Source: an optimization exercise on an open RTL-to-GDS flow (aim: small area, a short achievable clock period and few clock cycles per item). Production flows keep margins and buffers that such runs may drop. Where RTL was checked, it was by simulation tests only, not by an equivalence proof against the original. No functional check of the RTL was part of runs 1 to 4.

## flow/config.mk

```make
export PLATFORM = sky130hd
export DESIGN_NAME = facet_tile
export DESIGN_NICKNAME = facet_tile
export VERILOG_FILES = /design/flow/design.v
export SDC_FILE = /design/flow/constraint.sdc
export NUM_CORES = 4
export LEC_CHECK = 0
export CAP_MARGIN = 20
export CORE_MARGIN = 2
export CORE_UTILIZATION = 40
export PLACE_DENSITY = 0.6
export SLEW_MARGIN = 20
```

## flow/constraint.sdc

```tcl
create_clock -name core_clock -period 10.0 [get_ports {clk}]
set_input_delay 2.0000 -clock core_clock [delete_from_list [all_inputs] [get_ports {clk}]]
set_output_delay 2.0000 -clock core_clock [all_outputs]
set_load 0.01 [all_outputs]
```

## flow/design.v

```verilog
module facet_tile (
    input  wire        clk,
    input  wire        rst,
    input  wire        start,
    input  wire [1:0]  cls,           
    input  wire [31:0] crc_in,        
    output wire        idle,
    input  wire        in_valid,
    input  wire [7:0]  in_data,
    output wire        in_ready,
    output reg         out_valid,
    output reg  [63:0] out_data,
    input  wire        out_ready,
    output reg         done,
    output wire [3:0]  done_cause,    
    output wire [7:0]  done_offset,   
    output wire [31:0] done_arg,      
    output wire [31:0] done_crc       
);
    localparam [3:0] P_HDR   = 4'd0,
                     P_U1    = 4'd1,
                     P_C1    = 4'd2,
                     P_E     = 4'd3,
                     P_B1    = 4'd4,
                     P_B2    = 4'd5,
                     P_BMAP  = 4'd6,
                     P_NLEN  = 4'd7,
                     P_NCOD  = 4'd8,
                     P_TRAIL = 4'd9;    
    reg         busy;
    reg  [1:0]  cls_q;
    reg  [8:0]  idx;          
    reg  [3:0]  pst;          
    reg         fail;         
    reg  [3:0]  cause;
    reg  [7:0]  offset;
    reg  [31:0] arg;
    reg  [31:0] crc;
    reg  [10:0] p_last;       
    reg         rdy;
    reg         v0, v1;
    reg  [7:0]  h0, h1;
    reg         pend;
    reg  [9:0]  pend_l;
    reg  [7:0]  code_st;
    reg  [7:0]  len_st;       
    reg         bm;           
    reg         run_act;
    reg  [9:0]  run_l;        
    reg  [7:0]  run_code;     
    reg  [2:0]  q;            
    reg  [6:0]  bcnt;         
    reg         ofin;         
    assign idle        = !busy;
    assign in_ready    = rdy;
    assign done_cause  = cause;
    assign done_offset = offset;
    assign done_arg    = arg;
    assign done_crc    = crc;
    function [31:0] crc64;
        input [31:0] c;
        input [63:0] d;
        begin
            crc64[0] = ^(c & 32'h386F2C25) ^ ^(d & 64'h1F91CAF6386F2C25);
            crc64[1] = ^(c & 32'h70DE584B) ^ ^(d & 64'h3F2395EC70DE584B);
            crc64[2] = ^(c & 32'hE1BCB097) ^ ^(d & 64'h7E472BD8E1BCB097);
            crc64[3] = ^(c & 32'hC379612E) ^ ^(d & 64'hFC8E57B1C379612E);
            crc64[4] = ^(c & 32'hBE9DEE78) ^ ^(d & 64'hE68D6595BE9DEE78);
            crc64[5] = ^(c & 32'h4554F0D5) ^ ^(d & 64'hD28B01DD4554F0D5);
            crc64[6] = ^(c & 32'hB2C6CD8E) ^ ^(d & 64'hBA87C94CB2C6CD8E);
            crc64[7] = ^(c & 32'h5DE2B738) ^ ^(d & 64'h6A9E586F5DE2B738);
            crc64[8] = ^(c & 32'hBBC56E71) ^ ^(d & 64'hD53CB0DEBBC56E71);
            crc64[9] = ^(c & 32'h4FE5F0C6) ^ ^(d & 64'hB5E8AB4B4FE5F0C6);
            crc64[10] = ^(c & 32'hA7A4CDA9) ^ ^(d & 64'h74409C60A7A4CDA9);
            crc64[11] = ^(c & 32'h4F499B53) ^ ^(d & 64'hE88138C14F499B53);
            crc64[12] = ^(c & 32'hA6FC1A83) ^ ^(d & 64'hCE93BB74A6FC1A83);
            crc64[13] = ^(c & 32'h75971923) ^ ^(d & 64'h82B6BC1F75971923);
            crc64[14] = ^(c & 32'hD3411E63) ^ ^(d & 64'h1AFCB2C8D3411E63);
            crc64[15] = ^(c & 32'hA6823CC6) ^ ^(d & 64'h35F96591A6823CC6);
            crc64[16] = ^(c & 32'h4D04798C) ^ ^(d & 64'h6BF2CB234D04798C);
            crc64[17] = ^(c & 32'h9A08F318) ^ ^(d & 64'hD7E596469A08F318);
            crc64[18] = ^(c & 32'h0C7ECA15) ^ ^(d & 64'hB05AE67B0C7ECA15);
            crc64[19] = ^(c & 32'h2092B80F) ^ ^(d & 64'h7F2406002092B80F);
            crc64[20] = ^(c & 32'h4125701F) ^ ^(d & 64'hFE480C004125701F);
            crc64[21] = ^(c & 32'hBA25CC1B) ^ ^(d & 64'hE301D2F6BA25CC1B);
            crc64[22] = ^(c & 32'h4C24B412) ^ ^(d & 64'hD9926F1B4C24B412);
            crc64[23] = ^(c & 32'hA0264400) ^ ^(d & 64'hACB514C0A0264400);
            crc64[24] = ^(c & 32'h7823A425) ^ ^(d & 64'h46FBE3777823A425);
            crc64[25] = ^(c & 32'hF047484A) ^ ^(d & 64'h8DF7C6EEF047484A);
            crc64[26] = ^(c & 32'hD8E1BCB0) ^ ^(d & 64'h047E472BD8E1BCB0);
            crc64[27] = ^(c & 32'hB1C37961) ^ ^(d & 64'h08FC8E57B1C37961);
            crc64[28] = ^(c & 32'h6386F2C2) ^ ^(d & 64'h11F91CAF6386F2C2);
            crc64[29] = ^(c & 32'hC70DE584) ^ ^(d & 64'h23F2395EC70DE584);
            crc64[30] = ^(c & 32'h8E1BCB09) ^ ^(d & 64'h47E472BD8E1BCB09);
            crc64[31] = ^(c & 32'h1C379612) ^ ^(d & 64'h8FC8E57B1C379612);
        end
    endfunction
    wire [7:0] b = h0;
    wire [8:0] slen_m1 = (9'd256 >> cls_q) - 9'd1;
    wire wr_ok = !out_valid || out_ready;
    wire xfer  = out_valid && out_ready;
    wire       rn_can  = busy && !ofin && !bm && (run_act || pend);
    wire       rn_go   = rn_can && wr_ok;
    wire [9:0] f_l     = run_act ? run_l : pend_l;
    wire       f_on    = f_l[9:3] != bcnt;                    
    wire       f_beat  = f_on || (f_l[2:0] == 3'd7);          
    wire       pend_use = rn_go && !run_act;
    reg  [7:0] ln_plan, ln_sel;
    wire       bt_plan = bm ? (busy && pend) : (rn_can && f_beat);
    integer    k;
    always @(*)
        for (k = 0; k < 8; k = k + 1) begin
            ln_plan[k] = bm ? (busy && pend)
                            : (rn_can && k >= q && (f_on || k <= f_l[2:0]));
            ln_sel[k]  = bm ? pend_l[k] : !run_act;
        end
    wire ip_plain = busy && v0 && (pst != P_NLEN) && (pst != P_BMAP) &&
                    (pst != P_NCOD || !pend);
    wire nlen_go  = busy && v0 && (pst == P_NLEN) && (!pend || idx != slen_m1);
    wire ip_bm    = busy && v0 && (pst == P_BMAP) && !run_act;
    wire ip_acc   = ip_plain || nlen_go || ip_bm;
    wire bm_go    = busy && bm && pend && wr_ok;
    wire [10:0] n_last = p_last + {3'd0, len_st} + 11'd1;
    wire last_byte = (idx == slen_m1 + 9'd1) || (ip_acc && idx == slen_m1);
    wire og_fin    = ofin && wr_ok;
    wire push = in_valid && rdy;
    integer j;
    always @(posedge clk) begin
        if (ip_acc) begin
            h0 <= v1 ? h1 : in_data;
            v0 <= v1 || push;
            h1 <= in_data;
            v1 <= v1 && push;
            rdy <= 1'b1;
        end else begin
            if (!v0) h0 <= in_data;
            else if (!v1) h1 <= in_data;
            v0 <= v0 || push;
            v1 <= v1 || (v0 && push);
            rdy <= !(v1 || (v0 && push));
        end
        begin
            done <= 1'b0;
            if (xfer) begin
                out_valid <= 1'b0;
                crc <= crc64(crc, out_data);
            end
            for (j = 0; j < 8; j = j + 1)
                if (wr_ok && ln_plan[j])
                    out_data[8*j +: 8] <= ln_sel[j] ? code_st : run_code;
            if (wr_ok && bt_plan) begin
                out_valid <= 1'b1;
                bcnt <= bcnt + 7'd1;
                if (bcnt == 7'd127) ofin <= 1'b1;
            end
            if (rn_go) begin
                q <= f_beat ? 3'd0 : f_l[2:0] + 3'd1;
                if (pend_use) begin
                    pend     <= 1'b0;
                    run_code <= code_st;
                    run_l    <= pend_l;
                end
                run_act <= f_on;
            end
            if (bm_go) begin
                if (run_act) begin
                    pend_l[7:0] <= run_l[7:0];
                    run_act <= 1'b0;
                end else if (ip_bm)
                    pend_l[7:0] <= b;
                else
                    pend <= 1'b0;
            end else if (ip_bm) begin
                if (pend) begin
                    run_l[7:0] <= b;
                    run_act <= 1'b1;
                end else begin
                    pend_l[7:0] <= b;
                    pend <= 1'b1;
                end
            end
            if (ip_acc)
                idx <= idx + 9'd1;
            if (ip_bm && idx == 9'd130)
                pst <= P_TRAIL;
            if (nlen_go) begin
                if (idx == slen_m1) begin
                    fail <= 1'b1; cause <= 4'd6; offset <= idx[7:0];
                    pend <= 1'b1; pend_l <= 10'd1023; code_st <= 8'd0;
                    pst <= P_TRAIL;
                end else begin
                    len_st <= b;
                    pst <= P_NCOD;
                end
            end
            if (ip_plain) begin
                case (pst)
                    P_HDR: begin
                        if (b[4:0] != 5'd0) begin
                            fail <= 1'b1; cause <= 4'd4;
                            pend <= 1'b1; pend_l <= 10'd1023; code_st <= 8'd0;
                            pst <= P_TRAIL;
                        end else case (b[7:5])
                            3'd0: pst <= P_U1;
                            3'd1: begin cause <= 4'd14; pst <= P_C1; end
                            3'd7: begin cause <= 4'd15; pst <= P_E;
                                        pend <= 1'b1; pend_l <= 10'd1023; code_st <= 8'd0; end
                            3'd2: if (cls_q != 2'd0) begin
                                      fail <= 1'b1; cause <= 4'd7;
                                      pend <= 1'b1; pend_l <= 10'd1023; code_st <= 8'd0;
                                      pst <= P_TRAIL;
                                  end else begin
                                      bm  <= 1'b1;
                                      pst <= P_B1;
                                  end
                            3'd3: pst <= P_NLEN;
                            default: begin
                                fail <= 1'b1; cause <= 4'd3;
                                pend <= 1'b1; pend_l <= 10'd1023; code_st <= 8'd0;
                                pst <= P_TRAIL;
                            end
                        endcase
                    end
                    P_U1: begin
                        pend <= 1'b1; pend_l <= 10'd1023; code_st <= b;
                        pst <= P_TRAIL;
                    end
                    P_C1: begin
                        arg[7:0] <= b;
                        pend <= 1'b1; pend_l <= 10'd1023; code_st <= 8'd0;
                        pst <= P_TRAIL;
                    end
                    P_E: begin
                        case (idx[2:0])
                            3'd1:    arg[7:0]   <= b;
                            3'd2:    arg[15:8]  <= b;
                            3'd3:    arg[23:16] <= b;
                            default: arg[31:24] <= b;
                        endcase
                        if (idx[2:0] == 3'd4) pst <= P_TRAIL;
                    end
                    P_B1: begin run_code <= b; pst <= P_B2; end
                    P_B2: begin code_st  <= b; pst <= P_BMAP; end
                    P_NCOD: begin
                        if (n_last[10]) begin
                            fail <= 1'b1; cause <= 4'd6; offset <= idx[7:0] - 8'd1;
                            pend <= 1'b1; pend_l <= 10'd1023; code_st <= 8'd0;
                            pst <= P_TRAIL;
                        end else begin
                            pend <= 1'b1; pend_l <= n_last[9:0]; code_st <= b;
                            p_last <= n_last;
                            pst <= (n_last[9:0] == 10'd1023) ? P_TRAIL : P_NLEN;
                        end
                    end
                    default: if (!fail && b != 8'd0) begin    
                        fail <= 1'b1; cause <= 4'd4; offset <= idx[7:0]; arg <= 32'd0;
                    end
                endcase
            end
            if (busy && last_byte && og_fin) begin
                done <= 1'b1;
                busy <= 1'b0;
            end
            if (!busy) begin
                busy     <= start;
                cls_q    <= cls;
                crc      <= crc_in;
                idx      <= 9'd0;
                pst      <= P_HDR;
                fail     <= 1'b0;
                cause    <= 4'd0;
                offset   <= 8'd0;
                arg      <= 32'd0;
                p_last   <= 11'h7FF;
                pend     <= 1'b0;
                run_act  <= 1'b0;
                bm       <= 1'b0;
                q        <= 3'd0;
                bcnt     <= 7'd0;
                ofin     <= 1'b0;
            end
        end
        if (rst) begin
            busy      <= 1'b0;
            out_valid <= 1'b0;
            done      <= 1'b0;
            v0        <= 1'b0;
            v1        <= 1'b0;
            rdy       <= 1'b1;
        end
    end
endmodule
```

## flow/run.sh

```bash
#!/bin/bash
# synth_recipe.tcl (not shown) runs the flow's synth.tcl, then flattens the netlist and writes it again
# the make line also repeats each setting of config.mk as NAME=value (left out here)
make -C /OpenROAD-flow-scripts/flow DESIGN_CONFIG=/design/flow/config.mk WORK_HOME=/design/flow/orfs CLKGATE_MAP_FILE= SYNTH_SCRIPT=/design/flow/synth_recipe.tcl finish
```

==> results.txt, run 1 <==
Clock network
The buffer depth of the longest clock path is 3. The clock reaches the later pin of the worst-skew pair after 610 ps. The number of gates resized after CTS was 0.

The buffers inserted during post-CTS setup optimization is 0. The number of clock buffers inserted by TritonCTS is 30. After clock tree synthesis, the flow added hold-fix buffers numbering 0. TritonCTS built the clock tree. CTS built an H-tree with a depth of 1.

The clock slew seen by the registers of the worst setup and hold paths is 60 ps. The tree is rooted in a sky130_fd_sc_hd__clkbuf_16. The number of clock sinks seen by CTS is 247.

Global routing
The pin count of the biggest net entering global routing is 50. The initial antenna violation count is 0. For this run the aggregate overflow at the end of global routing stands at 0.

For this run, the total global-route usage over all layers was measured as 0.258. The via count of the first global-routing pass was 13,065. The wire length of the first global-routing pass is 85.2 mm.

Drt
The detailed-route DRC error count is 0. The first detailed-routing pass took 5 iterations. The number of routed nets with antenna violations is 0.

Using the TritonRoute via totals, the vias-per-cell ratio works out to 5.45. Across all layers, the routed design uses 13,426 vias. In this run, the number of DRC markers left after iteration 0 of detailed routing was 1,248. The total detailed-routing wirelength is 58.1 mm.

The average wire per cell in the routed design is 23.6 um.

Yosys
The number of warnings printed during yosys synthesis is 1. The distinct cell type count after synthesis is 78. The async set-or-reset flop fraction in the synthesized netlist is 0. Averaged over all synthesized cells, the footprint is 10.0 um2.

The number of enable-type register cells in the synthesized netlist is 124. For this run, the register share of the synthesized area comes to 0.358. By area the synthesized netlist is led by sky130_fd_sc_hd__xnor2_1, sky130_fd_sc_hd__edfxtp_1, sky130_fd_sc_hd__dfxtp_1. In this run, synthesis produced a sequential element count of 247. The synthesized design spends more area on one cell type than any other, namely sky130_fd_sc_hd__xnor2_1. In the synthesized netlist the dominant register cell turns out to be sky130_fd_sc_hd__edfxtp_1. The number of instances in the synthesized netlist is 1,722. After synthesis the cells add up to 17,300 um2. Counting every net in the synthesized netlist gives 1,789. Of the post-synthesis cell area, the dominant cell type holds 0.217.

Setup path
STA puts the critical path data required time at 8000 ps. The worst setup path category is register to primary output. The worst reg-to-reg path cell count is 12.

In this run the worst path has a maximum fanout of 49. The type of element capturing the critical path is a primary output. In this run the critical register-to-register path is launched from p_last[0]. The startpoint class of the critical path is a register. The end of the worst register-to-register path is pend_l[2].

At the worst endpoint, the arrival time is 2710 ps.

Timing
For the finished layout, the period the worst path requires is 4710 ps. The final number of max-transition violations is 0. The actual slew at the worst max-slew pin is 1090 ps.

Setup repair after global routing left no endpoint under its margin. Setup violations remaining at the end of the flow were counted as 0. The worst-case headroom to the max-slew limit is 0.269. Setup total negative slack on the finished layout was measured at 0 ps. The smallest setup slack after layout is 5290 ps. The number of hold-slack violations in the final timing report is 0. The final worst-path cycle share is 0.471. Final hold analysis gives a worst-case slack of 457 ps. The clock tree skew after final layout is 43.3 ps. The achievable frequency is 212 MHz.

Run
Max-cap violations in this run came to 0.

Outcome
The run finished with no timing, DRC or antenna violations.

Min path
Counting instances, the worst hold path has a depth of 2. The class of the worst hold path is register to register. The terminating pin of the worst hold path is p_last[10]. The worst min-delay path startpoint is p_last[10].

Floorplanning
The area of the die is 44,900 um2. In this run the count of I/O pins placed on the die edge is 191. The initial core utilization is 0.403. The vertical die dimension is 212 um. The total core area is 42,900 um2. The floorplan has 76 rows. Measured along the x axis, the die boundary spans 212 um.

Final layout
The growth of design area from synthesis to finish is 18.8%. In the final design database the tool counted 1,919 nets. In the final layout, the share of cells above drive strength 1 is 0.110.

Placement
The sum of net half-perimeters after detailed placement is 44.6 mm. Before CTS, the worst setup slack after placement is 5510 ps. The routability congestion estimate is 0.985. Port buffering added 190 buffers.
[sequential cells by signal, summed over array words and instances (netlist names), 9 cells and up]
name,flops
out_data,64
arg,32
crc,32
p_last,11
pend_l,10
run_l,10
idx,9
[worst max path at each step]
stage               depth (start not counted)          end  startpoint  slack, ps
detailed placement                          6  run_code[6]   out_ready       5510
global route                                4         idle        busy       5160
CTS                                         4         idle        busy       5240
floorplan                                   6     run_l[6]   out_ready       6820
finish                                      4         idle        busy       5290
global placement                            6  run_code[5]   out_ready       5580
[stage by stage]
step,cells,util,instance area [um2]
after floorplan,1722,-,17300
after global placement,2405,0.456,19600
after detailed placement,2405,0.456,19600
after CTS,2461,0.479,20500
after global routing,2461,0.479,20500
final,2462,0.479,20500
[per-layer routing]
layer | up-vias | global-route usage | routed length [um]
li1 | 6177 | - | -
met1 | 6531 | 0.346 | 25300
met2 | 587 | 0.419 | 26600
met3 | 131 | 0.0369 | 3740
met4 | 0 | 0.0996 | 2480
met5 | - | 0 | 0
[area by class of cell]
| cell class | count | area [um2] |
|---|---|---|
| clock buffer | 46 | 897 |
| clock inverter | 10 | 83.8 |
| antenna | 1 | 2.50 |
| fill | 4038 | 22300 |
| multi-input combinational | 1348 | 10600 |
| inverter | 25 | 93.8 |
| tap | 585 | 732 |
| sequential | 247 | 6190 |
| timing repair buffer | 200 | 1980 |
[synthesized netlist by cell type (5+ instances only)]
library cell,instances
sky130_fd_sc_hd__a211oi_1,13
sky130_fd_sc_hd__a21o_1,10
sky130_fd_sc_hd__a21oi_1,82
sky130_fd_sc_hd__a22o_1,9
sky130_fd_sc_hd__a22oi_1,9
sky130_fd_sc_hd__a31oi_1,12
sky130_fd_sc_hd__and2_1,11
sky130_fd_sc_hd__buf_1,6
sky130_fd_sc_hd__buf_2,43
sky130_fd_sc_hd__clkbuf_1,51
sky130_fd_sc_hd__dfxtp_1,123
sky130_fd_sc_hd__edfxtp_1,124
sky130_fd_sc_hd__ha_1,19
sky130_fd_sc_hd__inv_1,22
sky130_fd_sc_hd__mux2_2,94
sky130_fd_sc_hd__mux2i_1,53
sky130_fd_sc_hd__nand2_1,98
sky130_fd_sc_hd__nand2b_1,6
sky130_fd_sc_hd__nand3_1,20
sky130_fd_sc_hd__nand4_1,11
sky130_fd_sc_hd__nor2_1,133
sky130_fd_sc_hd__nor2b_1,5
sky130_fd_sc_hd__nor3_1,17
sky130_fd_sc_hd__nor4_1,5
sky130_fd_sc_hd__o211ai_1,14
sky130_fd_sc_hd__o21ai_0,50
sky130_fd_sc_hd__o221ai_1,9
sky130_fd_sc_hd__o22ai_1,9
sky130_fd_sc_hd__or2_2,6
sky130_fd_sc_hd__or3_1,5
sky130_fd_sc_hd__xnor2_1,429
sky130_fd_sc_hd__xnor2_2,25
sky130_fd_sc_hd__xor2_1,105
sky130_fd_sc_hd__xor2_2,9
[worst max-delay path: stages, from the launching register on]
cell                              delay, ps
sky130_fd_sc_hd__dfxtp_2                310
sky130_fd_sc_hd__buf_4                  280
sky130_fd_sc_hd__inv_2                  330
sky130_fd_sc_hd__buf_4                  520
sky130_fd_sc_hd__clkdlybuf4s50_1        640
[layout by cell type, fill, tap and decap left out, types with 13 or more instances in the layout]
master                            netlist  routed
sky130_fd_sc_hd__clkbuf_16              0      32
sky130_fd_sc_hd__nor2_1               133     132
sky130_fd_sc_hd__xnor2_1              429     429
sky130_fd_sc_hd__mux2i_1               53      53
sky130_fd_sc_hd__xnor2_2               25      25
sky130_fd_sc_hd__o21ai_0               50      50
sky130_fd_sc_hd__xor2_1               105     105
sky130_fd_sc_hd__clkdlybuf4s50_1        0     190
sky130_fd_sc_hd__edfxtp_1             124     124
sky130_fd_sc_hd__a211oi_1              13      13
sky130_fd_sc_hd__dfxtp_1              123     122
sky130_fd_sc_hd__mux2_2                94      94
sky130_fd_sc_hd__inv_1                 22      22
sky130_fd_sc_hd__a21oi_1               82      82
sky130_fd_sc_hd__ha_1                  19      19
sky130_fd_sc_hd__nand3_1               20      20
sky130_fd_sc_hd__o211ai_1              14      14
sky130_fd_sc_hd__nor3_1                17      17
sky130_fd_sc_hd__nand2_1               98      98
[cells by family (layout without fill, tap and decap cells)]
| group | after synthesis | count (layout) | synth area share |
|---|---|---|---|
| XOR/XNOR | 577 | 577 | 0.316 |
| AND/OR/NAND/NOR | 342 | 342 | 0.0905 |
| AO/OA/AOI/OAI | 261 | 261 | 0.0965 |
| flip-flops | 247 | 247 | 0.358 |
| multiplexers | 148 | 148 | 0.0928 |
| buffers and inverters | 127 | 281 | 0.0311 |
| adder cells (fa/ha/maj) | 20 | 20 | 0.0149 |
| other | 0 | 1 | 0 |
==> run 2, diff against run 1 <==
--- a/flow/config.mk
+++ b/flow/config.mk
@@ -8,5 +8,5 @@
 export CAP_MARGIN = 20
 export CORE_MARGIN = 2
-export CORE_UTILIZATION = 40
-export PLACE_DENSITY = 0.6
+export CORE_UTILIZATION = 60
+export PLACE_DENSITY = 0.75
 export SLEW_MARGIN = 20
==> run 2 against run 1 <==
Net effect: sequential cell count stayed put; first-iteration DRC count is 41% higher; cell area decreased by 1.4%; still clean.
==> results.txt, run 2 <==
Outcome
The run finished with no timing, DRC or antenna violations.

Setup path
The end of the worst register-to-register path is out_data[6]. For the worst setup path, the data required time is 8000 ps. The number of cells on the worst reg-to-reg path is 8. The startpoint identified for the worst register-to-register timing path is run_act. STA classifies the critical path startpoint as a register.

The largest fanout on the critical path is 45. The type of element capturing the critical path is a primary output. The data arrival time of the critical path is 2350 ps. Tracing the worst setup path back leads to its startpoint at busy. The setup path with the least slack is of type register to primary output.

In this run the worst setup path terminates at idle.

Timing
On the final layout, the worst hold slack is 454 ps. Headroom to the max-slew limit came out at 0.227. The number of hold-slack violations in the final timing report came to 0. The actual slew at the worst max-slew pin is 1160 ps.

For the final routed database, the setup TNS stands at 0 ps. In the post-route analysis, the smallest setup slack over all paths is 5650 ps. The final number of max-transition violations is 0. Based on the critical path, the design can be clocked at up to 230 MHz. The number of setup violations in the final report is 0. The clock tree skew after final layout is 12.9 ps. Setup repair after global routing left no endpoint under its margin. The final critical-path required period is 4350 ps. In the finished design, the share of the clock period the worst path needs comes to 0.435.

Clock network
The source-to-sink clock delay at the later pin of the worst-skew pair is 560 ps. Once the clock tree was built, the setup fixing pass inserted 0 buffers. After clock tree synthesis, the clock-pin slew on the worst setup and hold paths is 60 ps. The longest clock path from root to sink contains 3 buffers. The number of instances resized during post-cts repair is 0. In this run the number of H-tree levels came out at 1.

In this run, post-CTS hold repair placed 0 buffers. The number of clock buffers inserted by TritonCTS is 27. The clock tree from TritonCTS is yes. For this design, the sink count on the clock tree is 247. The tree is rooted in a sky130_fd_sc_hd__clkbuf_16.

Final layout
The fraction of final layout cells with drive strength greater than 1 is 0.110. The flip-flop count of the largest register after layout is 64. The multi-input combinational cell area is 10,600 um2. The sequential cell area in the final layout is 6190 um2. The number of diodes added for antenna fixing is 0. The most common cell after layout, fill and taps aside is sky130_fd_sc_hd__xnor2_1. The top cell types in the final layout, fill and taps aside, are sky130_fd_sc_hd__xnor2_1, sky130_fd_sc_hd__clkdlybuf4s50_1, sky130_fd_sc_hd__nor2_1, sky130_fd_sc_hd__edfxtp_1, sky130_fd_sc_hd__dfxtp_1. The top register by number of flip-flops is out_data.

The count of filler cells inserted in the layout is 2,232. The filler-free cell count of the finished design is 2,256. In the final design database the tool counted 1,918 nets. In the final layout, the registers with the most flip-flops are out_data: 64 flops, arg: 32 flops, crc: 32 flops. The final cell area excluding filler cells is 20,300 um2. Relative to the synthesized area, the layout overhead comes to 17.2%. For this run, the share of the core covered by cells in the final layout is 0.710.

Yosys
The most area-hungry cell type in the Yosys netlist is sky130_fd_sc_hd__xnor2_1. Of the post-synthesis cell area, the dominant cell type holds 0.217. After synthesis, the most frequently instantiated cells are sky130_fd_sc_hd__xnor2_1, sky130_fd_sc_hd__nor2_1, sky130_fd_sc_hd__edfxtp_1.

The number of warnings printed during yosys synthesis is 1. The mean instance size in the synthesized netlist is 10.0 um2. Counting flops with a built-in enable in the synthesized netlist gives 124. The post-synthesis sequential area ratio is 0.358. In this run, synthesis produced a sequential element count of 247. The mapped netlist covers 17,300 um2.

By area the synthesized netlist is led by sky130_fd_sc_hd__xnor2_1, sky130_fd_sc_hd__edfxtp_1, sky130_fd_sc_hd__dfxtp_1. The number of instances in the synthesized netlist is 1,722. After synthesis, the share of flip-flops with an asynchronous set or reset is 0.

Among all flip-flop cells after synthesis, the most frequent one is sky130_fd_sc_hd__edfxtp_1. Synthesis produced a netlist with a net count of 1,789. In this run, distinct cell masters in the synthesized netlist total 78. Yosys instantiated no cell more often than sky130_fd_sc_hd__xnor2_1.

Placement
The worst setup timing slack at the placement stage is 5440 ps. Summed over all nets, the half-perimeter wirelength after detailed placement is 44.1 mm. Routability-driven placement finished with a final weighted congestion of 1.06.

During placement, the flow inserted port buffers numbering 190. The cell area reported after detailed placement is 19,300 um2. Counting tap cells, the placed design contains a total of 2,205 instances.

Global routing
The via count of the first global-routing pass came to 13,313. The total congestion overflow is 0. Entering global routing, the biggest net connects 74 pins. For this run, the total global-route usage over all layers was measured as 0.378. The initial antenna violation count is 0.

The first global-routing pass estimated 85.8 mm of wire.

Floorplanning
In this run the horizontal extent of the chip is 174 um. The total core area is 28,500 um2. The area of the die is 30,200 um2.

The initial core utilization is 0.606. The initialized floorplan defines 62 standard-cell rows. For this design the top-level I/O count stands at 191. The vertical die dimension is 174 um.

Drt
The total detailed-routing wirelength is 58.0 mm. Dividing the detail-routed wire length by the instance count gives 25.7 um. In the routed design, unresolved DRC markers number 0. For this run, the detailed router's first-pass iteration total came to 6.

Across all layers, the routed design uses 13,868 vias. The average vias per placed instance is 6.15. The detail route stage leaves a number of antenna-violating nets equal to 0. After the first detailed-routing iteration, the DRC count stood at 1,759.

Run
The number of max-cap violations is 0.

Min path
The worst hold path belongs to the class register to register.
run 2: cell families (layout without fill, tap and decap cells):
logic type                 count (synthesis)  after routing  share of synthesized area
xor gates and xnor gates                 577            577                      0.316
adders and majority gates                 20             20                     0.0149
muxes                                    148            148                     0.0928
and+or+nand+nor                          342            342                     0.0905
AOI/OAI and AO/OA                        261            261                     0.0965
buffers and inverters                    127            277                     0.0311
DFF                                      247            247                      0.358
run 2: how the worst min path moves through the flow:
stage | startpoint | to | slack [ps] | cells after the start
CTS | p_last[10] | p_last[10] | 460 | 2
floorplan | h0[0] | len_st[0] | 420 | 0
finish | p_last[10] | p_last[10] | 450 | 2
global route | p_last[10] | p_last[10] | 470 | 2
global placement | p_last[10] | p_last[10] | 440 | 2
detailed placement | p_last[10] | p_last[10] | 450 | 2
run 2: layout make-up:
class                           count  area share
Tap cell                          384      0.0237
Inverter                           25     0.00463
Timing Repair Buffer              202      0.0982
Multi-Input combinational cell   1348       0.522
Sequential cell                   247       0.305
Clock buffer                       34      0.0377
Clock inverter                     16     0.00871
run 2: worst max-delay path, cell delays in order, from the launching register on:
cell and delay [ps]:
sky130_fd_sc_hd__dfxtp_2 320, sky130_fd_sc_hd__inv_2 260, sky130_fd_sc_hd__buf_4 540, sky130_fd_sc_hd__clkdlybuf4s50_1 650
run 2: per-layer routing:
layer / wire length, um / global-route usage / up-vias
met1: 24200 / 0.539 / 6706
met2: 25400 / 0.577 / 841
li1: - / - / 6178
met3: 6330 / 0.0759 / 143
met5: 0 / 0 / -
met4: 2030 / 0.119 / 0
==> run 3, diff against run 2 <==
--- a/flow/design.v
+++ b/flow/design.v
@@ -29,4 +29,5 @@
                      P_TRAIL = 4'd9;    
     reg         busy;
+    reg         idle_r;       
     reg  [1:0]  cls_q;
     reg  [8:0]  idx;          
@@ -52,5 +53,5 @@
     reg  [6:0]  bcnt;         
     reg         ofin;         
-    assign idle        = !busy;
+    assign idle        = idle_r;
     assign in_ready    = rdy;
     assign done_cause  = cause;
@@ -58,40 +59,46 @@
     assign done_arg    = arg;
     assign done_crc    = crc;
+    function [31:0] crc32s;
+        input [31:0] x;
+        begin
+            crc32s[0] = ^(x & 32'h1F91CAF6);
+            crc32s[1] = ^(x & 32'h3F2395EC);
+            crc32s[2] = ^(x & 32'h7E472BD8);
+            crc32s[3] = ^(x & 32'hFC8E57B1);
+            crc32s[4] = ^(x & 32'hE68D6595);
+            crc32s[5] = ^(x & 32'hD28B01DD);
+            crc32s[6] = ^(x & 32'hBA87C94C);
+            crc32s[7] = ^(x & 32'h6A9E586F);
+            crc32s[8] = ^(x & 32'hD53CB0DE);
+            crc32s[9] = ^(x & 32'hB5E8AB4B);
+            crc32s[10] = ^(x & 32'h74409C60);
+            crc32s[11] = ^(x & 32'hE88138C1);
+            crc32s[12] = ^(x & 32'hCE93BB74);
+            crc32s[13] = ^(x & 32'h82B6BC1F);
+            crc32s[14] = ^(x & 32'h1AFCB2C8);
+            crc32s[15] = ^(x & 32'h35F96591);
+            crc32s[16] = ^(x & 32'h6BF2CB23);
+            crc32s[17] = ^(x & 32'hD7E59646);
+            crc32s[18] = ^(x & 32'hB05AE67B);
+            crc32s[19] = ^(x & 32'h7F240600);
+            crc32s[20] = ^(x & 32'hFE480C00);
+            crc32s[21] = ^(x & 32'hE301D2F6);
+            crc32s[22] = ^(x & 32'hD9926F1B);
+            crc32s[23] = ^(x & 32'hACB514C0);
+            crc32s[24] = ^(x & 32'h46FBE377);
+            crc32s[25] = ^(x & 32'h8DF7C6EE);
+            crc32s[26] = ^(x & 32'h047E472B);
+            crc32s[27] = ^(x & 32'h08FC8E57);
+            crc32s[28] = ^(x & 32'h11F91CAF);
+            crc32s[29] = ^(x & 32'h23F2395E);
+            crc32s[30] = ^(x & 32'h47E472BD);
+            crc32s[31] = ^(x & 32'h8FC8E57B);
+        end
+    endfunction
     function [31:0] crc64;
         input [31:0] c;
         input [63:0] d;
         begin
-            crc64[0] = ^(c & 32'h386F2C25) ^ ^(d & 64'h1F91CAF6386F2C25);
-            crc64[1] = ^(c & 32'h70DE584B) ^ ^(d & 64'h3F2395EC70DE584B);
-            crc64[2] = ^(c & 32'hE1BCB097) ^ ^(d & 64'h7E472BD8E1BCB097);
-            crc64[3] = ^(c & 32'hC379612E) ^ ^(d & 64'hFC8E57B1C379612E);
-            crc64[4] = ^(c & 32'hBE9DEE78) ^ ^(d & 64'hE68D6595BE9DEE78);
-            crc64[5] = ^(c & 32'h4554F0D5) ^ ^(d & 64'hD28B01DD4554F0D5);
-            crc64[6] = ^(c & 32'hB2C6CD8E) ^ ^(d & 64'hBA87C94CB2C6CD8E);
-            crc64[7] = ^(c & 32'h5DE2B738) ^ ^(d & 64'h6A9E586F5DE2B738);
-            crc64[8] = ^(c & 32'hBBC56E71) ^ ^(d & 64'hD53CB0DEBBC56E71);
-            crc64[9] = ^(c & 32'h4FE5F0C6) ^ ^(d & 64'hB5E8AB4B4FE5F0C6);
-            crc64[10] = ^(c & 32'hA7A4CDA9) ^ ^(d & 64'h74409C60A7A4CDA9);
-            crc64[11] = ^(c & 32'h4F499B53) ^ ^(d & 64'hE88138C14F499B53);
-            crc64[12] = ^(c & 32'hA6FC1A83) ^ ^(d & 64'hCE93BB74A6FC1A83);
-            crc64[13] = ^(c & 32'h75971923) ^ ^(d & 64'h82B6BC1F75971923);
-            crc64[14] = ^(c & 32'hD3411E63) ^ ^(d & 64'h1AFCB2C8D3411E63);
-            crc64[15] = ^(c & 32'hA6823CC6) ^ ^(d & 64'h35F96591A6823CC6);
-            crc64[16] = ^(c & 32'h4D04798C) ^ ^(d & 64'h6BF2CB234D04798C);
-            crc64[17] = ^(c & 32'h9A08F318) ^ ^(d & 64'hD7E596469A08F318);
-            crc64[18] = ^(c & 32'h0C7ECA15) ^ ^(d & 64'hB05AE67B0C7ECA15);
-            crc64[19] = ^(c & 32'h2092B80F) ^ ^(d & 64'h7F2406002092B80F);
-            crc64[20] = ^(c & 32'h4125701F) ^ ^(d & 64'hFE480C004125701F);
-            crc64[21] = ^(c & 32'hBA25CC1B) ^ ^(d & 64'hE301D2F6BA25CC1B);
-            crc64[22] = ^(c & 32'h4C24B412) ^ ^(d & 64'hD9926F1B4C24B412);
-            crc64[23] = ^(c & 32'hA0264400) ^ ^(d & 64'hACB514C0A0264400);
-            crc64[24] = ^(c & 32'h7823A425) ^ ^(d & 64'h46FBE3777823A425);
-            crc64[25] = ^(c & 32'hF047484A) ^ ^(d & 64'h8DF7C6EEF047484A);
-            crc64[26] = ^(c & 32'hD8E1BCB0) ^ ^(d & 64'h047E472BD8E1BCB0);
-            crc64[27] = ^(c & 32'hB1C37961) ^ ^(d & 64'h08FC8E57B1C37961);
-            crc64[28] = ^(c & 32'h6386F2C2) ^ ^(d & 64'h11F91CAF6386F2C2);
-            crc64[29] = ^(c & 32'hC70DE584) ^ ^(d & 64'h23F2395EC70DE584);
-            crc64[30] = ^(c & 32'h8E1BCB09) ^ ^(d & 64'h47E472BD8E1BCB09);
-            crc64[31] = ^(c & 32'h1C379612) ^ ^(d & 64'h8FC8E57B1C379612);
+            crc64 = crc32s(crc32s(c ^ d[31:0]) ^ d[63:32]);
         end
     endfunction
@@ -259,9 +266,11 @@
             end
             if (busy && last_byte && og_fin) begin
-                done <= 1'b1;
-                busy <= 1'b0;
+                done   <= 1'b1;
+                busy   <= 1'b0;
+                idle_r <= 1'b1;
             end
             if (!busy) begin
                 busy     <= start;
+                idle_r   <= !start;
                 cls_q    <= cls;
                 crc      <= crc_in;
@@ -283,4 +292,5 @@
         if (rst) begin
             busy      <= 1'b0;
+            idle_r    <= 1'b1;
             out_valid <= 1'b0;
             done      <= 1'b0;
--- a/flow/config.mk
+++ b/flow/config.mk
@@ -8,5 +8,5 @@
 export CAP_MARGIN = 20
 export CORE_MARGIN = 2
-export CORE_UTILIZATION = 60
-export PLACE_DENSITY = 0.75
+export CORE_UTILIZATION = 40
+export PLACE_DENSITY = 0.6
 export SLEW_MARGIN = 20
==> run 3 against run 2 <==
Net effect: still clean on timing, DRC and antenna; synthesized cell count is 0.87% lower; die area is 53% higher; final cell count is 9.8% higher; routed wire length is 2.0% higher; clock-buffer cell count is 2 higher; sequential cell count is 1 higher; critical path type is now register to register.
==> results.txt, run 3 <==
Clock network
The cell at the root of the clock tree is sky130_fd_sc_hd__clkbuf_16. After clock tree synthesis, the repair step resized 0 gates. The clock slew seen by the registers of the worst setup and hold paths is 60 ps. The number of clock buffers inserted by TritonCTS is 30. TritonCTS built the clock tree. Counting along the longest clock path gives a buffer depth of 3. The number of clock sinks seen by CTS is 248. CTS built an H-tree with a depth of 1. Once the clock tree was built, the setup fixing pass inserted 0 buffers.

The source-to-sink clock delay at the later pin of the worst-skew pair is 610 ps. In this run, post-CTS hold repair placed 0 buffers.

Placement
Input and output buffers added on the ports amount to 190. The sum of net half-perimeters after detailed placement is 46.1 mm. The routability congestion estimate is 0.962. The worst setup timing slack at the placement stage is 5170 ps.

Yosys
Of the post-synthesis cell area, the dominant cell type holds 0.209. The most area-hungry cell type in the Yosys netlist is sky130_fd_sc_hd__edfxtp_1. The most common flop cell mapped by yosys is sky130_fd_sc_hd__edfxtp_1. The number of enable-type register cells in the synthesized netlist is 124. The distinct cell type count after synthesis is 60. The number of instances in the synthesized netlist is 1,707. The most common cell in the synthesized netlist is sky130_fd_sc_hd__xnor2_1. The mean instance size in the synthesized netlist is 10.4 um2. After synthesis, the cell types taking the most area are sky130_fd_sc_hd__edfxtp_1, sky130_fd_sc_hd__xnor2_1, sky130_fd_sc_hd__dfxtp_1.

In this run the cell area of the synthesized design comes to 17,800 um2. The number of synthesized register bits is 248. Sorting the synthesized cells by how often they occur yields sky130_fd_sc_hd__xnor2_1, sky130_fd_sc_hd__nor2_1, sky130_fd_sc_hd__dfxtp_1, sky130_fd_sc_hd__edfxtp_1, sky130_fd_sc_hd__mux2_2. When the netlist entered floorplanning its net count stood at 1,774. For this run, the number of Yosys warnings is 1. Of the synthesized area, sequential elements account for 0.348.

Of all flip-flops after synthesis, the portion carrying an async set or reset was 0.

Final layout
The number of diodes added for antenna fixing is 0. The flip-flop count of the largest register after layout is 64. The largest registers in the layout are out_data: 64 flops, arg: 32 flops, crc: 32 flops. From synthesis to final layout, the design area changed by 19.7%. The top register by number of flip-flops is out_data. The library cells used most frequently in the layout, excluding fill and tap cells, are sky130_fd_sc_hd__xnor2_1, sky130_fd_sc_hd__clkdlybuf4s50_1, sky130_fd_sc_hd__nor2_1, sky130_fd_sc_hd__edfxtp_1, sky130_fd_sc_hd__dfxtp_1.

The count of filler cells inserted in the layout is 4,184. The fraction of final layout cells with drive strength greater than 1 is 0.149. The number of nets at the end of the flow is 1,927. The most common cell after layout, fill and taps aside is sky130_fd_sc_hd__xnor2_1.

Timing
The worst-case headroom to the max-slew limit is 0.252. Setup repair after global routing left no endpoint under its margin. The number of hold-slack violations in the final timing report is 0.

The clock tree skew after final layout is 38.1 ps. The worst path needs 4850 ps of the cycle, external delays included. The achievable frequency is 206 MHz.

The total negative slack for setup checks is 0 ps. At the pin with the least slew margin, the transition time is 1110 ps. Across all hold checks on the routed design, the worst slack comes to 453 ps. The number of setup violations in the final report is 0.

In the finished design, the share of the clock period the worst path needs comes to 0.485. In the post-route analysis, the smallest setup slack over all paths is 5150 ps. The final number of max-transition violations was 0.

Global routing
Entering global routing, the biggest net connects 74 pins. The via count of the first global-routing pass came to 13,182. For this run, the total global-route usage over all layers was measured as 0.251. The total congestion overflow is 0.

The wire length of the first global-routing pass is 87.6 mm. The initial antenna violation count is 0.

Min path
The worst hold path begins at p_last[10]. The terminating pin of the worst hold path is p_last[10]. The depth of the worst hold-timing path is 2. The class of the worst hold path is register to register.

Setup path
The worst setup path category is register to register. The launching point of the worst reg2reg path is out_data[19]. The largest fanout on the critical path is 5. The buffering stage count on the worst path with inverters included is 0.

The worst reg-to-reg path cell count is 12. The critical path's top delay family is XOR/XNOR gates.

The slowest library cell on the worst path is sky130_fd_sc_hd__xnor2_1. The cell with the most instances on the worst path is sky130_fd_sc_hd__xnor2_1. The data required time of the worst path is 10,250 ps. Data on the critical path arrives at its endpoint at 5100 ps.

The type of element capturing the critical path is a register. For this run, the slowest stage of the critical path takes 900 ps. The end of the worst register-to-register path is crc[31]. The startpoint class of the critical path is a register. Walking the worst path, the cells encountered are xnor2_1, xnor2_1, xnor2_1, xnor2_1, xnor3_2, xnor2_4, xor2_2, xor2_2, xnor2_1, xnor2_1, xor2_1, o21ai_1.

Outcome
The flow ran to the end and the layout has no timing, DRC or antenna violations.

Floorplanning
The top-level port count is 191. The total core area is 44,100 um2. The number of standard-cell rows in the floorplan is 77.

The die covers 46,300 um2. The die extent in x is 215 um. The initial utilization of the core area, before any placement, comes to 0.404. The vertical die dimension is 215 um.

Drt
The first TritonRoute pass finished after 5 iterations. The number of routed nets with antenna violations is 0. The detailed-route DRC error count is 0. In the routed layout, each cell is associated on average with a via count of 5.33.

After detailed routing, the average wire length per cell comes to 23.9 um. The routed layout has 13,206 vias. Summed over all layers, the routed wires come to 59.2 mm. The count of routing violations after the opening detailed-route iteration is 1,109.

Run
The tool flagged a number of max-cap violations equal to 0.
-- run 3: cell count changes after synthesis, sizes merged, moves of 9 or more --
cell | previous run | this run
buf | 51 | 5
clkbuf | 51 | 80
xor2 | 118 | 102
nor2 | 133 | 148
xnor3 | 2 | 14
mux2i | 53 | 64
o211ai | 14 | 3
xnor2 | 457 | 446
nand2 | 98 | 89
o221ai | 9 | 0
o22ai | 9 | 18
-- run 3: worst reg2reg max path, stage by stage (launching register included) --
cell,delay (ps)
sky130_fd_sc_hd__edfxtp_1,410
sky130_fd_sc_hd__xnor2_1,900
sky130_fd_sc_hd__xnor2_1,380
sky130_fd_sc_hd__xnor2_1,420
sky130_fd_sc_hd__xnor2_1,180
sky130_fd_sc_hd__xnor3_2,580
sky130_fd_sc_hd__xnor2_4,280
sky130_fd_sc_hd__xor2_2,370
sky130_fd_sc_hd__xor2_2,300
sky130_fd_sc_hd__xnor2_1,180
sky130_fd_sc_hd__xnor2_1,160
sky130_fd_sc_hd__xor2_1,200
sky130_fd_sc_hd__o21ai_1,170
-- run 3: stage by stage --
stage | util | area (um2) | cells
2_1_floorplan | - | 17800 | 1707
3_3_place_gp | 0.460 | 20300 | 2420
6_report | 0.484 | 21300 | 2476
3_5_place_dp | 0.460 | 20300 | 2420
4_1_cts | 0.484 | 21300 | 2476
5_1_grt | 0.484 | 21300 | 2476
-- run 3: area by class of cell --
class	count	area, um2	share of cell area
clock buffers	36	783	0.0367
clock inverters	20	274	0.0128
inverters	26	97.6	0.00457
multi-input cells	1348	11200	0.526
flip-flops and latches	248	6210	0.291
well taps	592	741	0.0347
repair buffers	206	2020	0.0947
-- run 3: worst max path at each step --
stage | slack [ps] | cells past startpoint | startpoint | to
after floorplan | 6090 | 12 | out_data[11] | crc[29]
after global placement | 5080 | 12 | out_data[19] | crc[8]
after detailed placement | 5170 | 12 | out_data[19] | crc[8]
after CTS | 5120 | 12 | out_data[19] | crc[8]
after global routing | 4890 | 12 | out_data[19] | crc[31]
final | 5150 | 12 | out_data[19] | crc[31]
-- run 3: cells by family after synthesis --
group / Yosys count / share of synthesized area
xor gates and xnor gates: 563 / 0.340
and+or+nand+nor: 352 / 0.0887
AOI/OAI and AO/OA: 252 / 0.0880
DFF: 248 / 0.348
muxes: 160 / 0.0965
buffers and inverters: 111 / 0.0234
adders and majority gates: 21 / 0.0150
-- run 3: metal layers --
layer,up-vias,global-route usage,part of all wire
met5,-,0,0
met4,0,0.0772,0.031
met3,83,0.0352,0.057
met2,438,0.433,0.49
met1,6513,0.324,0.42
li1,6172,-,-
==> run 4, diff against run 3 <==
--- a/flow/design.v
+++ b/flow/design.v
@@ -59,46 +59,42 @@
     assign done_arg    = arg;
     assign done_crc    = crc;
-    function [31:0] crc32s;
-        input [31:0] x;
-        begin
-            crc32s[0] = ^(x & 32'h1F91CAF6);
-            crc32s[1] = ^(x & 32'h3F2395EC);
-            crc32s[2] = ^(x & 32'h7E472BD8);
-            crc32s[3] = ^(x & 32'hFC8E57B1);
-            crc32s[4] = ^(x & 32'hE68D6595);
-            crc32s[5] = ^(x & 32'hD28B01DD);
-            crc32s[6] = ^(x & 32'hBA87C94C);
-            crc32s[7] = ^(x & 32'h6A9E586F);
-            crc32s[8] = ^(x & 32'hD53CB0DE);
-            crc32s[9] = ^(x & 32'hB5E8AB4B);
-            crc32s[10] = ^(x & 32'h74409C60);
-            crc32s[11] = ^(x & 32'hE88138C1);
-            crc32s[12] = ^(x & 32'hCE93BB74);
-            crc32s[13] = ^(x & 32'h82B6BC1F);
-            crc32s[14] = ^(x & 32'h1AFCB2C8);
-            crc32s[15] = ^(x & 32'h35F96591);
-            crc32s[16] = ^(x & 32'h6BF2CB23);
-            crc32s[17] = ^(x & 32'hD7E59646);
-            crc32s[18] = ^(x & 32'hB05AE67B);
-            crc32s[19] = ^(x & 32'h7F240600);
-            crc32s[20] = ^(x & 32'hFE480C00);
-            crc32s[21] = ^(x & 32'hE301D2F6);
-            crc32s[22] = ^(x & 32'hD9926F1B);
-            crc32s[23] = ^(x & 32'hACB514C0);
-            crc32s[24] = ^(x & 32'h46FBE377);
-            crc32s[25] = ^(x & 32'h8DF7C6EE);
-            crc32s[26] = ^(x & 32'h047E472B);
-            crc32s[27] = ^(x & 32'h08FC8E57);
-            crc32s[28] = ^(x & 32'h11F91CAF);
-            crc32s[29] = ^(x & 32'h23F2395E);
-            crc32s[30] = ^(x & 32'h47E472BD);
-            crc32s[31] = ^(x & 32'h8FC8E57B);
-        end
-    endfunction
     function [31:0] crc64;
         input [31:0] c;
         input [63:0] d;
+        reg [31:0] x;
         begin
-            crc64 = crc32s(crc32s(c ^ d[31:0]) ^ d[63:32]);
+            x = c ^ d[31:0];
+            crc64[0] = ^(x & 32'h386F2C25) ^ ^(d[63:32] & 32'h1F91CAF6);
+            crc64[1] = ^(x & 32'h70DE584B) ^ ^(d[63:32] & 32'h3F2395EC);
+            crc64[2] = ^(x & 32'hE1BCB097) ^ ^(d[63:32] & 32'h7E472BD8);
+            crc64[3] = ^(x & 32'hC379612E) ^ ^(d[63:32] & 32'hFC8E57B1);
+            crc64[4] = ^(x & 32'hBE9DEE78) ^ ^(d[63:32] & 32'hE68D6595);
+            crc64[5] = ^(x & 32'h4554F0D5) ^ ^(d[63:32] & 32'hD28B01DD);
+            crc64[6] = ^(x & 32'hB2C6CD8E) ^ ^(d[63:32] & 32'hBA87C94C);
+            crc64[7] = ^(x & 32'h5DE2B738) ^ ^(d[63:32] & 32'h6A9E586F);
+            crc64[8] = ^(x & 32'hBBC56E71) ^ ^(d[63:32] & 32'hD53CB0DE);
+            crc64[9] = ^(x & 32'h4FE5F0C6) ^ ^(d[63:32] & 32'hB5E8AB4B);
+            crc64[10] = ^(x & 32'hA7A4CDA9) ^ ^(d[63:32] & 32'h74409C60);
+            crc64[11] = ^(x & 32'h4F499B53) ^ ^(d[63:32] & 32'hE88138C1);
+            crc64[12] = ^(x & 32'hA6FC1A83) ^ ^(d[63:32] & 32'hCE93BB74);
+            crc64[13] = ^(x & 32'h75971923) ^ ^(d[63:32] & 32'h82B6BC1F);
+            crc64[14] = ^(x & 32'hD3411E63) ^ ^(d[63:32] & 32'h1AFCB2C8);
+            crc64[15] = ^(x & 32'hA6823CC6) ^ ^(d[63:32] & 32'h35F96591);
+            crc64[16] = ^(x & 32'h4D04798C) ^ ^(d[63:32] & 32'h6BF2CB23);
+            crc64[17] = ^(x & 32'h9A08F318) ^ ^(d[63:32] & 32'hD7E59646);
+            crc64[18] = ^(x & 32'h0C7ECA15) ^ ^(d[63:32] & 32'hB05AE67B);
+            crc64[19] = ^(x & 32'h2092B80F) ^ ^(d[63:32] & 32'h7F240600);
+            crc64[20] = ^(x & 32'h4125701F) ^ ^(d[63:32] & 32'hFE480C00);
+            crc64[21] = ^(x & 32'hBA25CC1B) ^ ^(d[63:32] & 32'hE301D2F6);
+            crc64[22] = ^(x & 32'h4C24B412) ^ ^(d[63:32] & 32'hD9926F1B);
+            crc64[23] = ^(x & 32'hA0264400) ^ ^(d[63:32] & 32'hACB514C0);
+            crc64[24] = ^(x & 32'h7823A425) ^ ^(d[63:32] & 32'h46FBE377);
+            crc64[25] = ^(x & 32'hF047484A) ^ ^(d[63:32] & 32'h8DF7C6EE);
+            crc64[26] = ^(x & 32'hD8E1BCB0) ^ ^(d[63:32] & 32'h047E472B);
+            crc64[27] = ^(x & 32'hB1C37961) ^ ^(d[63:32] & 32'h08FC8E57);
+            crc64[28] = ^(x & 32'h6386F2C2) ^ ^(d[63:32] & 32'h11F91CAF);
+            crc64[29] = ^(x & 32'hC70DE584) ^ ^(d[63:32] & 32'h23F2395E);
+            crc64[30] = ^(x & 32'h8E1BCB09) ^ ^(d[63:32] & 32'h47E472BD);
+            crc64[31] = ^(x & 32'h1C379612) ^ ^(d[63:32] & 32'h8FC8E57B);
         end
     endfunction
@@ -122,4 +118,9 @@
             ln_sel[k]  = bm ? pend_l[k] : !run_act;
         end
+    reg  [63:0] beat_nx;
+    always @(*)
+        for (k = 0; k < 8; k = k + 1)
+            beat_nx[8*k +: 8] = ln_plan[k] ? (ln_sel[k] ? code_st : run_code)
+                                           : out_data[8*k +: 8];
     wire ip_plain = busy && v0 && (pst != P_NLEN) && (pst != P_BMAP) &&
                     (pst != P_NCOD || !pend);
@@ -149,8 +150,8 @@
         begin
             done <= 1'b0;
-            if (xfer) begin
+            if (xfer)
                 out_valid <= 1'b0;
-                crc <= crc64(crc, out_data);
-            end
+            if (wr_ok && bt_plan)
+                crc <= crc64(crc, beat_nx);
             for (j = 0; j < 8; j = j + 1)
                 if (wr_ok && ln_plan[j])
==> run 4 against run 3 <==
Net effect: clock skew decreased by 4.3 ps; sequential share of layout area down 0.81 points; cell area rose by 2.8%; largest cell class unchanged; highest routed layer unchanged; sequential cell count stayed put; register-to-register slack worse by 1600 ps; synthesized cell count up 5.7%; critical path type unchanged; via count is 9.4% higher.
==> results.txt, run 4 <==
Yosys
The synthesized design spends more area on one cell type than any other, namely sky130_fd_sc_hd__edfxtp_1. After synthesis, the most frequently instantiated cells are sky130_fd_sc_hd__xnor2_1, sky130_fd_sc_hd__nor2_1, sky130_fd_sc_hd__mux2i_1. The mean instance size in the synthesized netlist is 10.3 um2. The most common flop cell mapped by yosys is sky130_fd_sc_hd__edfxtp_1. The number of instances in the synthesized netlist is 1,804. The post-synthesis sequential area ratio is 0.334.

The number of warnings printed during yosys synthesis is 1. The cell area that synthesis handed to floorplanning was 18,600 um2. The synthesized design contains 124 enable-type register cells. The number of nets in the synthesized netlist is 1,871.

Ranked by total cell area, the synthesized netlist is headed by sky130_fd_sc_hd__edfxtp_1, sky130_fd_sc_hd__xnor2_1, sky130_fd_sc_hd__dfxtp_1. The async set-or-reset flop fraction in the synthesized netlist is 0. Among all cell types in the netlist, the one instantiated most often is sky130_fd_sc_hd__xnor2_1.

The top cell type's share of synthesized area is 0.201. Counting distinct cell types in the post-synthesis netlist gives 69. The number of synthesized register bits is 248.

Final layout
The repair_antennas step left the layout with diodes totalling 0. Summing all multi-input logic gate instances after layout gives 11,900 um2. The sequential cell area in the final layout is 6210 um2. The count of filler cells inserted in the layout is 4,218. The flip-flop count of the largest register after layout is 64.

Of the cells placed in the final design, the portion with a size suffix greater than 1 is 0.109. The area growth from synthesis to layout is 18.3%. After routing the design area is 22,000 um2.

The largest registers in the layout are out_data: 64 flops, arg: 32 flops, crc: 32 flops. The net count of the finished layout is 2,021. Measured on the finished design, the core utilization comes to 0.482.

The most common cell after layout, fill and taps aside is sky130_fd_sc_hd__xnor2_1. Leaving out fill and tap cells, the most frequent cells in the layout are sky130_fd_sc_hd__xnor2_1, sky130_fd_sc_hd__clkdlybuf4s50_1, sky130_fd_sc_hd__nor2_1, sky130_fd_sc_hd__mux2i_1, sky130_fd_sc_hd__xor2_1. Ranked by flip-flop count, first place goes to out_data.

Setup path
The worst setup path is of the register to register kind. STA puts the critical path data arrival time at 6770 ps. Of all nets on the critical path, the largest fanout is 28.

At the worst endpoint, the required time is 10,330 ps. The type of element capturing the critical path is a register. The worst reg-to-reg path cell count is 12. The number of buffers and inverters on the critical path is 0. The cell with the most instances on the worst path is sky130_fd_sc_hd__xnor2_1. The launching point of the worst reg2reg path is run_act.

The timing startpoint of the critical path is run_act. The critical path's top delay family is XOR/XNOR gates. STA classifies the critical path startpoint as a register. The signal on the critical path passes through mux2i_1, xnor2_1, nor4_4, a31oi_2, mux2i_1, xor2_1, xnor2_1, xor2_1, xnor2_1, xnor3_1, xnor2_1, a21oi_1. The end of the worst register-to-register path is crc[28].

On the worst path, the slowest cell contributes a delay of 1030 ps. The slowest library cell on the worst path is sky130_fd_sc_hd__dfxtp_1.

Clock network
The source-to-sink clock delay at the later pin of the worst-skew pair is 610 ps. Buffers inserted to repair hold after CTS numbered 0. Buffers inserted during clock tree synthesis total 29. In this run, post-CTS repair resized a total of 0 instances. The cell at the root of the clock tree is sky130_fd_sc_hd__clkbuf_16. The number of clock sinks seen by CTS is 248. After clock tree synthesis, the setup repair step added 0 buffers. The clock tree from TritonCTS is yes.

After clock tree synthesis, the clock-pin slew on the worst setup and hold paths is 60 ps. In this run the number of H-tree levels came out at 1. The buffer depth of the longest clock path is 3.

Timing
The final number of max-transition violations came to 0. The worst pin sits at a relative slew slack of 0.221. Setup repair after global routing left no endpoint under its margin.

For the final database, setup skew stands at 33.8 ps. The number of setup violations in the final report is 0. The final-layout worst hold slack is 470 ps.

For the pin with the worst max-slew slack, the measured transition is 1160 ps. The final worst-path cycle share is 0.644. The final critical-path required period is 6440 ps. The achievable frequency is 155 MHz. The total negative slack for setup checks is 0 ps. The number of hold-slack violations in the final timing report was 0.

Global routing
The total overflow left after global routing is 0. The wire length of the first global-routing pass is 98.6 mm. The initial antenna violation count was 3. The aggregate global-route resource usage is 0.282. The pin count of the biggest net entering global routing is 59. The via count of the first global-routing pass is 13,985.

Floorplanning
The die extent in x is 219 um. The initial utilization of the core area, before any placement, comes to 0.407. The top-level port count is 191. The total core area is 45,600 um2.

The area of the die is 48,100 um2. The vertical die dimension is 219 um. The number of standard-cell rows in the floorplan is 78.

Drt
The number of routed nets with antenna violations is 0. The count of routing violations after the opening detailed-route iteration is 1,669. For this run, design rule violations remaining after detail routing come to 0. After detailed routing, the average wire length per cell comes to 26.4 um.

The first detailed-routing pass ran for 6 iterations. The total detailed-routing wirelength is 68.1 mm. After detailed routing, the number of vias per cell comes to 5.61. Across all layers, the routed design uses 14,450 vias.

Placement
The number of buffer cells added on primary ports is 190. The sum of net half-perimeters after detailed placement is 52.9 mm. The placed instances occupy a cell area of 21,000 um2. Routability-driven placement finished with a final weighted congestion of 1.04.

Outcome
The run finished with no timing, DRC or antenna violations.

Run
The tool flagged a number of max-cap violations equal to 0.

Min path
The worst min-delay path startpoint is idle_r. The terminating pin of the worst hold path is idle_r. The class of the worst hold path is register to register. Counting instances, the worst hold path has a depth of 2.
==> run 4: how the worst max path moves through the flow <==
stage	cells past startpoint	to	slack [ps]
6_report	12	crc[28]	3560
5_1_grt	12	crc[28]	3260
2_1_floorplan	3	crc[0]	5030
3_3_place_gp	12	crc[28]	3630
4_1_cts	12	crc[28]	3610
3_5_place_dp	12	crc[28]	3630
==> run 4: logic make-up after synthesis <==
kind of cell	after synthesis	synth area share
xor gates and xnor gates	520	0.305
DFF	248	0.334
and+or+nand+nor	394	0.0956
buffers and inverters	129	0.0292
AOI/OAI and AO/OA	250	0.0840
adders and majority gates	22	0.0150
muxes	241	0.137
==> run 4: area by class of cell <==
| type | instances | share of cell area |
|---|---|---|
| Clock inverter | 14 | 0.00473 |
| Multi-Input combinational cell | 1427 | 0.540 |
| Inverter | 36 | 0.00616 |
| Clock buffer | 40 | 0.0381 |
| Tap cell | 600 | 0.0342 |
| Sequential cell | 248 | 0.283 |
| Timing Repair Buffer | 212 | 0.0942 |
==> run 4: through the flow <==
stage | cells | setup slack (ps)
final | 2577 | 3560
after global routing | 2577 | 3260
after CTS | 2577 | 3610
after detailed placement | 2523 | 3630
after global placement | 2522 | 3630
after floorplan | 1804 | 5030
==> run 4: metal layers <==
layer / part of all wire / routed length [um] / up-vias / global-route usage
met4: 0.023 / 1580 / 0 / 0.0649
met1: 0.48 / 32600 / 7209 / 0.428
met3: 0.076 / 5170 / 92 / 0.0455
met2: 0.42 / 28800 / 579 / 0.415
met5: 0 / 0 / - / 0
li1: - / - / 6570 / -
==> run 4: tightest hold or removal path, stage by stage (launching register included) <==
cell,delay [ps]
sky130_fd_sc_hd__dfxtp_1,320
sky130_fd_sc_hd__nand3_1,60
sky130_fd_sc_hd__nand2_1,50
==> run 5, diff against run 4 <==
--- a/flow/design.v
+++ b/flow/design.v
@@ -118,9 +118,4 @@
             ln_sel[k]  = bm ? pend_l[k] : !run_act;
         end
-    reg  [63:0] beat_nx;
-    always @(*)
-        for (k = 0; k < 8; k = k + 1)
-            beat_nx[8*k +: 8] = ln_plan[k] ? (ln_sel[k] ? code_st : run_code)
-                                           : out_data[8*k +: 8];
     wire ip_plain = busy && v0 && (pst != P_NLEN) && (pst != P_BMAP) &&
                     (pst != P_NCOD || !pend);
@@ -150,8 +145,8 @@
         begin
             done <= 1'b0;
-            if (xfer)
+            if (xfer) begin
                 out_valid <= 1'b0;
-            if (wr_ok && bt_plan)
-                crc <= crc64(crc, beat_nx);
+                crc <= crc64(crc, out_data);
+            end
             for (j = 0; j < 8; j = j + 1)
                 if (wr_ok && ln_plan[j])
--- a/flow/config.mk
+++ b/flow/config.mk
@@ -8,5 +8,5 @@
 export CAP_MARGIN = 20
 export CORE_MARGIN = 2
-export CORE_UTILIZATION = 40
-export PLACE_DENSITY = 0.6
+export CORE_UTILIZATION = 60
+export PLACE_DENSITY = 0.75
 export SLEW_MARGIN = 20
==> run 5 against run 4 <==
Net effect: clock-buffer cell count decreased by 10; final cell count down 14%; via count fell by 8.7%; synthesized area is 8.8% lower; synthesized cell count decreased by 7.3%; register-to-register slack improved by 2700 ps; sequential share of layout area increased by 3.0 points.
==> results.txt, run 5 <==
Yosys
The top cell type's share of synthesized area is 0.220. The distinct cell type count after synthesis is 71. The fraction of the mapped netlist area in compound gates came to 0.0903. The mean instance size in the synthesized netlist is 10.1 um2. After synthesis, the largest family of logic cells by area is XOR/XNOR gates. Yosys mapped a number of flops with a built-in enable equal to 124. The adder-cell area share of the yosys netlist is 0.0152. For this run, asynchronously set or reset flops after synthesis account for 0. The most area-hungry cell type in the Yosys netlist is sky130_fd_sc_hd__edfxtp_1. For this run, the number of Yosys warnings is 1. After synthesis, the cell types taking the most area are sky130_fd_sc_hd__edfxtp_1, sky130_fd_sc_hd__xnor2_1, sky130_fd_sc_hd__dfxtp_1. Synthesis produced a netlist whose cell count is 1,673. The mapped cell area is 16,900 um2. sky130_fd_sc_hd__xnor2_1 is the most common cell in the netlist.

The most used flip-flop cell after synthesis is sky130_fd_sc_hd__edfxtp_1. Measured against the total synthesized area, the mux share comes to 0.0948. Synthesis inferred 248 register bits.

Floorplanning
The total core area is 27,800 um2. The die extent in x is 172 um.

Clock network
The buffer depth of the longest clock path is 3. The number of clock sinks seen by CTS is 248. Once the clock tree was built, the setup fixing pass inserted 0 buffers.

The source-to-sink clock delay at the later pin of the worst-skew pair is 550 ps. The quantity of hold-fixing buffers added after cts is 0. Clock-pin slew was measured on the worst setup and hold paths at 60 ps. CTS built an H-tree with a depth of 1.

The cell at the root of the clock tree is sky130_fd_sc_hd__clkbuf_16. Clock tree synthesis inserted a total of 26 buffers.

Timing
The final critical-path required period is 4050 ps. The smallest setup slack after layout is 5950 ps. The final worst-path cycle share is 0.405. The number of hold-slack violations in the final timing report came to 0. The final number of max-transition violations is 0.

Final layout
The top register by number of flip-flops is out_data. The finished cells cover 19,900 um2. The growth of design area from synthesis to finish is 17.5%.

The register with the most flip-flops in the layout has 64 of them. In the layout the commonest cells are sky130_fd_sc_hd__xnor2_1, sky130_fd_sc_hd__clkdlybuf4s50_1, sky130_fd_sc_hd__nor2_1, sky130_fd_sc_hd__edfxtp_1, sky130_fd_sc_hd__dfxtp_1. The count of filler cells inserted in the layout is 2,106. 0 antenna diodes ended up in the layout. Of the cells placed in the final design, the portion with a size suffix greater than 1 is 0.122. At the end of the flow the core is filled with cells to 0.715.

Run
Across the run, the number of max-cap violations was 0.

Setup path
The data required time of the worst path is 8000 ps. The startpoint class of the critical path is a register. The number of cells on the worst reg-to-reg path is 9. Of all nets on the critical path, the largest fanout is 8. The largest individual stage delay along the critical path comes from the cell sky130_fd_sc_hd__edfxtp_1. Data arrives at the worst endpoint at 2050 ps. The type of element capturing the critical path is a primary output.

Global routing
The total congestion overflow is 0.

Outcome
The run finished with no timing, DRC or antenna violations.

Drt
The first detailed-routing pass ran for 5 iterations. The number of routed nets with antenna violations is 0. Summed over all nets, wire length on met3 after detailed routing comes to 3.66 mm.

The routed design has 55.0 mm of wire. After detailed routing, the number of remaining DRC violations is 0. The total number of vias is 13,197.

Placement
At the end of routability-driven placement, the weighted congestion stood at 1.01. At the placement stage, the worst setup path has a slack of 5840 ps. The sum of net half-perimeters after detailed placement is 42.2 mm.

After detailed placement, the total cell area comes to 19,000 um2. Including well taps, the total number of placed cells is 2,161.

Min path
Along the worst hold path, the cell count comes to 2.
run 5: cells by family after synthesis:
logic type	after synthesis
muxes	148
DFF	248
AOI/OAI and AO/OA	248
buffers and inverters	113
adders and majority gates	20
xor gates and xnor gates	533
and+or+nand+nor	363
run 5: layer usage:
metal / up-vias / track usage
li1: 6023 / -
met1: 6313 / 0.436
met2: 674 / 0.647
met3: 187 / 0.0504
met4: 0 / 0.223
met5: - / 0
run 5: layout make-up:
cell class,instances,area share
Multi-Input combinational cell,1312,0.516
Sequential cell,248,0.312
Clock inverter,18,0.00963
Inverter,24,0.00453
Tap cell,378,0.0238
Clock buffer,30,0.0351
Timing Repair Buffer,199,0.0991
run 5: worst paths after layout:
kind	end	startpoint	slack, ps
max	out_data[55]	out_data[55]	5950
min	p_last[6]	p_last[6]	480
max reg2reg	h0[0]	busy	6230
min reg2reg	p_last[6]	p_last[6]	480
Testbench counts of run 5, summed over its fixed seeds: cycles 528,443, tiles 1,920.

what the ideal ports hide:
Ports are ideal in the flow. The routed layouts listed here were re-timed in OpenROAD. Step 1 sets driving cells, clkbuf_16 on the clock port and buf_2 on the other inputs (assumed; they add their load-dependent delay and slew). Step 2 adds t to the input delays and takes it off the output delays; t is the mean of the earliest and latest rising clock arrival at the registers after step 1. Input paths then give back, and output paths get back, about the clock's delay inside the block. a / b / c = ideal ports / drivers / drivers and shift; a / b = the first two.
run	shift t [ns]	slack for setup (ns)	latest minus earliest clock arrival (ns)	worst data-port slew with drivers (ns)
run 1	0.649	5.293 / 5.236 / 5.822	0.043 / 0.043	0.05
run 2	0.611	5.646 / 5.593 / 5.722	0.014 / 0.014	0.05
run 3	0.643	5.154 / 5.154 / 5.154	0.039 / 0.039	0.05
run 4	0.654	3.558 / 3.558 / 3.558	0.036 / 0.036	0.05
run 5	0.592	5.947 / 5.895 / 5.834	0.018 / 0.018	0.07
After both steps every run listed still meets setup and hold. For run 5, which loses most, drivers alone change the setup slack by -0.052 ns; drivers and shift together by -0.113 ns.
